From an optimization exercise on the open Yosys and OpenROAD flow, aimed at small area; shortcuts taken in it are not production practice. Only simulation tests tie the RTL to the original design; equivalence was not proved.

==> 04-28: inputs <==
Design egr_shaper, start of the top module:
module egr_shaper (
    input  wire        clk,
    input  wire        rst,           
    input  wire        tick,          
    input  wire        cfg_we,        
    input  wire [3:0]  cfg_idx,       
    input  wire [1:0]  cfg_sel,       
    input  wire [31:0] cfg_data,
    input  wire        req_valid,     
    input  wire [3:0]  req_idx,       
    input  wire [13:0] req_len,       
    output reg         dec_valid,     
    output reg         dec_grant,     
    output wire [15:0] elig,          
    input  wire [3:0]  rd_idx,        
    output wire [41:0] rd_tokens
);
==> module shp_div, before the edit <==
module shp_div (
    input  wire [28:0] r,
    output wire [28:0] q
);
    localparam [10:0] K = 11'd1423;     
    reg [10:0] t;
    reg [9:0]  rem;
    reg [11:0] c;
    reg [37:0] qq;
    integer    k, j;
    always @* begin
        rem = 10'd0;
        for (k = 37; k >= 0; k = k - 1) begin
            t = {rem, (k >= 9) ? r[k-9] : 1'b0};
            c[0] = 1'b0;
            for (j = 0; j < 11; j = j + 1)
                c[j+1] = K[j] ? (t[j] | c[j]) : (t[j] & c[j]);
            qq[k] = c[11];                       
            for (j = 0; j < 10; j = j + 1)
                rem[j] = t[j] ^ (c[11] & (K[j] ^ c[j]));
        end
    end
    assign q = qq[28:0];
endmodule
==> module shp_bucket, before the edit <==
module shp_bucket (
    input  wire        clk,
    input  wire        rst,
    input  wire        tick,
    input  wire        ld_tok,       
    input  wire        en_inc,
    input  wire        en_burst,
    input  wire        wr_ovh,
    input  wire [28:0] d_inc,
    input  wire [24:0] d_burst,
    input  wire [7:0]  d_ovh,
    input  wire [25:0] t_in,
    output wire [7:0]  ovh_q,        
    output wire [7:0]  povh_q,       
    output wire        pv_q,         
    output wire        lo_nz,        
    output wire [25:0] r_hi,         
    output wire [41:0] tok,
    output wire        el
);
    reg [41:0] tokens;
    reg [28:0] inc;
    reg [24:0] burst;
    reg [7:0]  ovh;
    reg [7:0]  povh;
    reg        pv;
    wire ld_ovh = tick & pv;
    assign ovh_q  = ovh;
    assign povh_q = povh;
    assign pv_q   = pv;
    reg [41:0] s, r;
    reg        c, g, a, gt, sel;
    integer    j;
    always @* begin
        c = 1'b0;
        for (j = 0; j < 42; j = j + 1) begin
            a    = (j < 29) ? (inc[j] & tick) : 1'b0;
            s[j] = tokens[j] ^ a ^ c;
            c    = (tokens[j] & a) | (c & (tokens[j] ^ a));
        end
        g = |s[15:0];
        for (j = 16; j < 41; j = j + 1)
            g = (s[j] & ~burst[j-16]) | (s[j] & g) | (~burst[j-16] & g);
        gt  = g & ~s[41] & tick;
        sel = gt | rst;
        r   = sel ? {1'b0, (rst ? 25'd0 : burst), 16'd0} : s;
    end
    assign lo_nz = |r[15:0];
    assign r_hi = r[41:16];
    always @(posedge clk) begin
        tokens <= {ld_tok ? t_in : r[41:16], r[15:0]};
        if (en_inc)
            inc <= d_inc;
        if (en_burst)
            burst <= d_burst;
        if (rst | ld_ovh)
            ovh <= rst ? 8'd24 : povh;
        if (wr_ovh)
            povh <= d_ovh;
        pv <= ~rst & (wr_ovh | (pv & ~tick));
    end
    assign tok = tokens;
    assign el  = ~tokens[41] & (|tokens[40:0]);
endmodule
==> flow/config.mk <==
export PLATFORM = sky130hd
export DESIGN_NAME = egr_shaper
export DESIGN_NICKNAME = egr_shaper
export VERILOG_FILES = /design/flow/design.v
export SDC_FILE = /design/flow/constraint.sdc
export NUM_CORES = 4
export LEC_CHECK = 0
export CAP_MARGIN = 20
export CORE_MARGIN = 2
export CORE_UTILIZATION = 55
export CTS_BUF_LIST = sky130_fd_sc_hd__clkbuf_8 sky130_fd_sc_hd__clkbuf_16
export CTS_CLUSTER_DIAMETER = 80
export CTS_CLUSTER_SIZE = 20
export PLACE_DENSITY = 0.7
export SETUP_SLACK_MARGIN = 1.0
export SLEW_MARGIN = 20
==> flow/constraint.sdc <==
create_clock -name core_clock -period 45.0 [get_ports {clk}]
set_input_delay 9.0000 -clock core_clock [delete_from_list [all_inputs] [get_ports {clk}]]
set_output_delay 9.0000 -clock core_clock [all_outputs]
set_load 0.01 [all_outputs]
standard.sh (not shown) runs the stock make flow with config.mk's settings and CLKGATE_MAP_FILE= SYNTH_SCRIPT=/design/flow/synth_recipe.tcl, a recipe that flattens the netlist after the stock synthesis.
==> flow/flow/run.sh <==
#!/bin/bash
# Standard synthesis, then an area re-map of its combinational logic (the
# registers stay as synthesized), then the standard layout from that netlist.
set -euo pipefail
W=$(pwd)
R=$W/orfs/results/$FLOW_PLATFORM/egr_shaper/base
bash standard.sh synth > $W/std_synth.log 2>&1
cp $R/1_2_yosys.v $W/std_1_2_yosys.v
LIB=$FLOW_HOME/platforms/$FLOW_PLATFORM/lib/sky130_fd_sc_hd__tt_025C_1v80.lib \
NETLIST=$W/std_1_2_yosys.v OUT=$W/remap TOP=$FLOW_TOP SCRIPT=$W/flow/remap.abc \
yosys -c $W/flow/remap.tcl > $W/remap_yosys.log 2>&1
cp $W/remap.v $R/1_2_yosys.v
rm -f $R/1_synth.odb $R/1_synth.sdc
bash standard.sh > $W/std_layout.log 2>&1
==> flow/flow/remap.abc <==
strash; &get -n; &fraig -x; &put; scorr; dc2; strash; &get -n; &dch -f; &nf -D 30000; &put; buffer; upsize -D 30000; dnsize -D 30000; stime -p
==> flow/flow/remap.tcl <==
# Re-map the combinational logic of the standard synthesis netlist for area
# under a delay target. Flip-flops keep their instances, names and cell types;
# every other cell is read as its liberty function and mapped again by ABC.
yosys -import
set L $::env(LIB)
read_liberty -ignore_miss_func $L
blackbox sky130_fd_sc_hd__dfxtp_1 sky130_fd_sc_hd__edfxtp_1 sky130_fd_sc_hd__conb_1
read_verilog -overwrite $::env(NETLIST)
hierarchy -top $::env(TOP)
tee -o $::env(OUT).in.stat stat -liberty $L
select -set keepc t:sky130_fd_sc_hd__dfxtp_1 t:sky130_fd_sc_hd__edfxtp_1
yosys rename -hide t:sky130_fd_sc_hd__* @keepc %d
flatten
opt_clean
set du ""
foreach c {sky130_fd_sc_hd__probe_p_8 sky130_fd_sc_hd__probec_p_8 sky130_fd_sc_hd__lpflow_bleeder_1 sky130_fd_sc_hd__lpflow_clkbufkapwr_1 sky130_fd_sc_hd__lpflow_clkbufkapwr_16 sky130_fd_sc_hd__lpflow_clkbufkapwr_2 sky130_fd_sc_hd__lpflow_clkbufkapwr_4 sky130_fd_sc_hd__lpflow_clkbufkapwr_8 sky130_fd_sc_hd__lpflow_clkinvkapwr_1 sky130_fd_sc_hd__lpflow_clkinvkapwr_16 sky130_fd_sc_hd__lpflow_clkinvkapwr_2 sky130_fd_sc_hd__lpflow_clkinvkapwr_4 sky130_fd_sc_hd__lpflow_clkinvkapwr_8 sky130_fd_sc_hd__lpflow_decapkapwr_12 sky130_fd_sc_hd__lpflow_decapkapwr_3 sky130_fd_sc_hd__lpflow_decapkapwr_4 sky130_fd_sc_hd__lpflow_decapkapwr_6 sky130_fd_sc_hd__lpflow_decapkapwr_8 sky130_fd_sc_hd__lpflow_inputiso0n_1 sky130_fd_sc_hd__lpflow_inputiso0p_1 sky130_fd_sc_hd__lpflow_inputiso1n_1 sky130_fd_sc_hd__lpflow_inputiso1p_1 sky130_fd_sc_hd__lpflow_inputisolatch_1 sky130_fd_sc_hd__lpflow_isobufsrc_1 sky130_fd_sc_hd__lpflow_isobufsrc_16 sky130_fd_sc_hd__lpflow_isobufsrc_2 sky130_fd_sc_hd__lpflow_isobufsrc_4 sky130_fd_sc_hd__lpflow_isobufsrc_8 sky130_fd_sc_hd__lpflow_isobufsrckapwr_16 sky130_fd_sc_hd__lpflow_lsbuf_lh_hl_isowell_tap_1 sky130_fd_sc_hd__lpflow_lsbuf_lh_hl_isowell_tap_2 sky130_fd_sc_hd__lpflow_lsbuf_lh_hl_isowell_tap_4 sky130_fd_sc_hd__lpflow_lsbuf_lh_isowell_4 sky130_fd_sc_hd__lpflow_lsbuf_lh_isowell_tap_1 sky130_fd_sc_hd__lpflow_lsbuf_lh_isowell_tap_2 sky130_fd_sc_hd__lpflow_lsbuf_lh_isowell_tap_4} { lappend du -dont_use $c }
abc -liberty $L {*}$du -script $::env(SCRIPT)
opt_clean -purge
hilomap -singleton -hicell sky130_fd_sc_hd__conb_1 HI -locell sky130_fd_sc_hd__conb_1 LO
tee -o $::env(OUT).stat stat -liberty $L
write_verilog -noattr -noexpr -nohex -nodec $::env(OUT).v
==> inputs of 04-08, as changes to 04-28 <==
--- a/flow/design.v
+++ b/flow/design.v
@@ -2,22 +2,23 @@
     input  wire [28:0] r,
     output wire [28:0] q
 );
-    localparam [10:0] K = 11'd1423;     
-    reg [10:0] t;
+    reg [39:0] x;
+    reg [11:0] t;
     reg [9:0]  rem;
-    reg [11:0] c;
-    reg [37:0] qq;
-    integer    k, j;
+    reg [39:0] qq;
+    reg        g1, g2, g3;
+    integer    k;
     always @* begin
+        x   = {2'b00, r, 9'd0};
         rem = 10'd0;
-        for (k = 37; k >= 0; k = k - 1) begin
-            t = {rem, (k >= 9) ? r[k-9] : 1'b0};
-            c[0] = 1'b0;
-            for (j = 0; j < 11; j = j + 1)
-                c[j+1] = K[j] ? (t[j] | c[j]) : (t[j] & c[j]);
-            qq[k] = c[11];                       
-            for (j = 0; j < 10; j = j + 1)
-                rem[j] = t[j] ^ (c[11] & (K[j] ^ c[j]));
+        for (k = 38; k >= 0; k = k - 2) begin
+            t  = {rem, x[k+1], x[k]};
+            g1 = (t >= 12'd625);
+            g2 = (t >= 12'd1250);
+            g3 = (t >= 12'd1875);
+            qq[k+1] = g2;
+            qq[k]   = g3 | (g1 & ~g2);
+            rem = g3 ? (t - 12'd1875) : g2 ? (t - 12'd1250) : g1 ? (t - 12'd625) : t[9:0];
         end
     end
     assign q = qq[28:0];
@@ -67,7 +68,7 @@
             g = (s[j] & ~burst[j-16]) | (s[j] & g) | (~burst[j-16] & g);
         gt  = g & ~s[41] & tick;
         sel = gt | rst;
-        r   = sel ? {1'b0, (rst ? 25'd0 : burst), 16'd0} : s;
+        r   = sel ? {1'b0, burst, 16'd0} : s;      
     end
     assign lo_nz = |r[15:0];
     assign r_hi = r[41:16];
==> flow/flow/remap.abc (replaced) <==
strash; dc2; dch -f; map -a; strash; dch -f; map -a; topo
--- a/flow/flow/remap.tcl
+++ b/flow/flow/remap.tcl
@@ -1,5 +1,5 @@
-# Re-map the combinational logic of the standard synthesis netlist for area
-# under a delay target. Flip-flops keep their instances, names and cell types;
+# Re-map the combinational logic of the standard synthesis netlist for area.
+# Flip-flops keep their instances, names and cell types;
 # every other cell is read as its liberty function and mapped again by ABC.
 yosys -import
 set L $::env(LIB)
Settings changed: SETUP_SLACK_MARGIN 1.0 to 0.5.
==> inputs of 04-19, as changes to 04-28 <==
--- a/flow/design.v
+++ b/flow/design.v
@@ -2,22 +2,23 @@
     input  wire [28:0] r,
     output wire [28:0] q
 );
-    localparam [10:0] K = 11'd1423;     
-    reg [10:0] t;
+    reg [39:0] x;
+    reg [11:0] t;
     reg [9:0]  rem;
-    reg [11:0] c;
-    reg [37:0] qq;
-    integer    k, j;
+    reg [39:0] qq;
+    reg        g1, g2, g3;
+    integer    k;
     always @* begin
+        x   = {2'b00, r, 9'd0};
         rem = 10'd0;
-        for (k = 37; k >= 0; k = k - 1) begin
-            t = {rem, (k >= 9) ? r[k-9] : 1'b0};
-            c[0] = 1'b0;
-            for (j = 0; j < 11; j = j + 1)
-                c[j+1] = K[j] ? (t[j] | c[j]) : (t[j] & c[j]);
-            qq[k] = c[11];                       
-            for (j = 0; j < 10; j = j + 1)
-                rem[j] = t[j] ^ (c[11] & (K[j] ^ c[j]));
+        for (k = 38; k >= 0; k = k - 2) begin
+            t  = {rem, x[k+1], x[k]};
+            g1 = (t >= 12'd625);
+            g2 = (t >= 12'd1250);
+            g3 = (t >= 12'd1875);
+            qq[k+1] = g2;
+            qq[k]   = g3 | (g1 & ~g2);
+            rem = g3 ? (t - 12'd1875) : g2 ? (t - 12'd1250) : g1 ? (t - 12'd625) : t[9:0];
         end
     end
     assign q = qq[28:0];
@@ -67,7 +68,7 @@
             g = (s[j] & ~burst[j-16]) | (s[j] & g) | (~burst[j-16] & g);
         gt  = g & ~s[41] & tick;
         sel = gt | rst;
-        r   = sel ? {1'b0, (rst ? 25'd0 : burst), 16'd0} : s;
+        r   = sel ? {1'b0, burst, 16'd0} : s;      
     end
     assign lo_nz = |r[15:0];
     assign r_hi = r[41:16];
==> flow/flow/remap.abc (replaced) <==
strash; dc2; dch -f; map -a; strash; dch -f; map -a; topo
--- a/flow/flow/remap.tcl
+++ b/flow/flow/remap.tcl
@@ -1,5 +1,5 @@
-# Re-map the combinational logic of the standard synthesis netlist for area
-# under a delay target. Flip-flops keep their instances, names and cell types;
+# Re-map the combinational logic of the standard synthesis netlist for area.
+# Flip-flops keep their instances, names and cell types;
 # every other cell is read as its liberty function and mapped again by ABC.
 yosys -import
 set L $::env(LIB)
Settings changed: CAP_MARGIN 20 to 10, CTS_CLUSTER_DIAMETER 80 to 90, CTS_CLUSTER_SIZE 20 to 25, SETUP_SLACK_MARGIN 1.0 to 0.5, SLEW_MARGIN 20 to 10.
==> inputs of 01-15, as changes to 04-28 <==
--- a/flow/design.v
+++ b/flow/design.v
@@ -2,22 +2,23 @@
     input  wire [28:0] r,
     output wire [28:0] q
 );
-    localparam [10:0] K = 11'd1423;     
-    reg [10:0] t;
+    reg [39:0] x;
+    reg [11:0] t;
     reg [9:0]  rem;
-    reg [11:0] c;
-    reg [37:0] qq;
-    integer    k, j;
+    reg [39:0] qq;
+    reg        g1, g2, g3;
+    integer    k;
     always @* begin
+        x   = {2'b00, r, 9'd0};
         rem = 10'd0;
-        for (k = 37; k >= 0; k = k - 1) begin
-            t = {rem, (k >= 9) ? r[k-9] : 1'b0};
-            c[0] = 1'b0;
-            for (j = 0; j < 11; j = j + 1)
-                c[j+1] = K[j] ? (t[j] | c[j]) : (t[j] & c[j]);
-            qq[k] = c[11];                       
-            for (j = 0; j < 10; j = j + 1)
-                rem[j] = t[j] ^ (c[11] & (K[j] ^ c[j]));
+        for (k = 38; k >= 0; k = k - 2) begin
+            t  = {rem, x[k+1], x[k]};
+            g1 = (t >= 12'd625);
+            g2 = (t >= 12'd1250);
+            g3 = (t >= 12'd1875);
+            qq[k+1] = g2;
+            qq[k]   = g3 | (g1 & ~g2);
+            rem = g3 ? (t - 12'd1875) : g2 ? (t - 12'd1250) : g1 ? (t - 12'd625) : t[9:0];
         end
     end
     assign q = qq[28:0];
==> flow/run.sh (new file) <==
#!/bin/bash
# synth_recipe.tcl (not shown) runs the flow's synth.tcl, then flattens the netlist and writes it again
# the make line also repeats each setting of config.mk as NAME=value (left out here)
make -C /OpenROAD-flow-scripts/flow DESIGN_CONFIG=/design/flow/config.mk WORK_HOME=/design/flow/orfs CLKGATE_MAP_FILE= SYNTH_SCRIPT=/design/flow/synth_recipe.tcl finish
Settings changed: SETUP_SLACK_MARGIN 1.0 to 0.5.
removed: flow/flow/run.sh
removed: flow/flow/remap.abc
removed: flow/flow/remap.tcl
removed: flow/standard.sh
==> comparison table <==
|  | 04-19 | 01-15 | 04-28 | 04-08 |
|---|---|---|---|---|
| Result of the run | complete, but fails checks | no timing/DRC/antenna violations | no timing/DRC/antenna violations | no timing/DRC/antenna violations |
| Reasons for failing layout checks | max-capacitance violations, max-slew violations | - | - | - |
| Slack of the worst reg-to-reg path | 20.86 ns | 16.62 ns | 18.65 ns | 20.75 ns |
| RD Place Congestion | 1.10 | 1.16 | 1.10 | 1.10 |
| Maximum clock frequency | 0.0245 GHz | 0.0270 GHz | 0.0240 GHz | 0.0246 GHz |
| Worst slack, placed | 3.64 ns | 7.74 ns | -0.241 ns | 3.79 ns |
| Critical R2R Capture | b[7].u.tokens[41]$_DFF_P_ | b[4].u.tokens[40]$_DFF_P_ | b[13].u.tokens[40]$_DFF_P_ | b[9].u.tokens[41]$_DFF_P_ |
| Ratio of cells with drive above 1 in the final layout | 4.43% | 10.2% | 9.47% | 4.78% |
| Max Cap Violations | 2 | 0 | 0 | 0 |
| Vias after detailed routing | 103,000 | 88,100 | 94,300 | 103,000 |
| Final Max Slew Viols | 2 | 0 | 0 | 0 |
| Most repeated library cell on the critical path | sky130_fd_sc_hd__nor2_1 | sky130_fd_sc_hd__fa_1 | sky130_fd_sc_hd__buf_4 | sky130_fd_sc_hd__nor2_1 |
| Clock Pin Slew Worst Setup and Hold Paths | 0.09 ns | 0.08 ns | 0.08 ns | 0.09 ns |
| Number of placement rows | 156 | 161 | 156 | 156 |
| Crit path buffers/inverters | 39 | 10 | 13 | 36 |
| Antenna violations before repair | 32 | 92 | 53 | 25 |
| Crit path arrival time | 41.41 ns | 37.74 ns | 42.29 ns | 41.37 ns |
| Fraction of met2 tracks used by global routing | 67.3% | 69.3% | 70.5% | 68.0% |
| Layout overhead on the synthesized area | 9.82% | 7.97% | 11.1% | 10.7% |
| Average cell area after synthesis | 7.76 um2 | 11.0 um2 | 9.29 um2 | 7.76 um2 |

-- static timing again, ports no longer ideal --
Ports are ideal in the flow. The routed layouts listed here were re-timed in OpenROAD.
Step 1: set_driving_cell puts a clkbuf_16 on clk and a buf_2 on each other input, an assumption about the parent block.
Step 2 moves the port delays by t, midway between the first and last clock arrival at a register: inputs arrive t later, outputs are due t later. That takes back most of the time a late clock gives input paths.
a / b / c = ideal / step 1 / step 2; a / b = the first two.
run | shift t [ns] | setup slack, ns | worst register clock-pin slew, ns | pins driven straight from the clock port
04-28 | 0.919 | 3.289 / 3.356 / 2.437 | 0.09 / 0.09 | 1
04-08 | 0.938 | 4.275 / 4.348 / 3.410 | 0.10 / 0.10 | 1
04-19 | 0.907 | 4.199 / 4.268 / 3.361 | 0.11 / 0.11 | 1
01-15 | 0.901 | 7.913 / 7.980 / 7.079 | 0.10 / 0.10 | 1
The setup slack of 04-08, which loses most, moves by +0.073 ns with the drivers and by -0.865 ns with both steps.
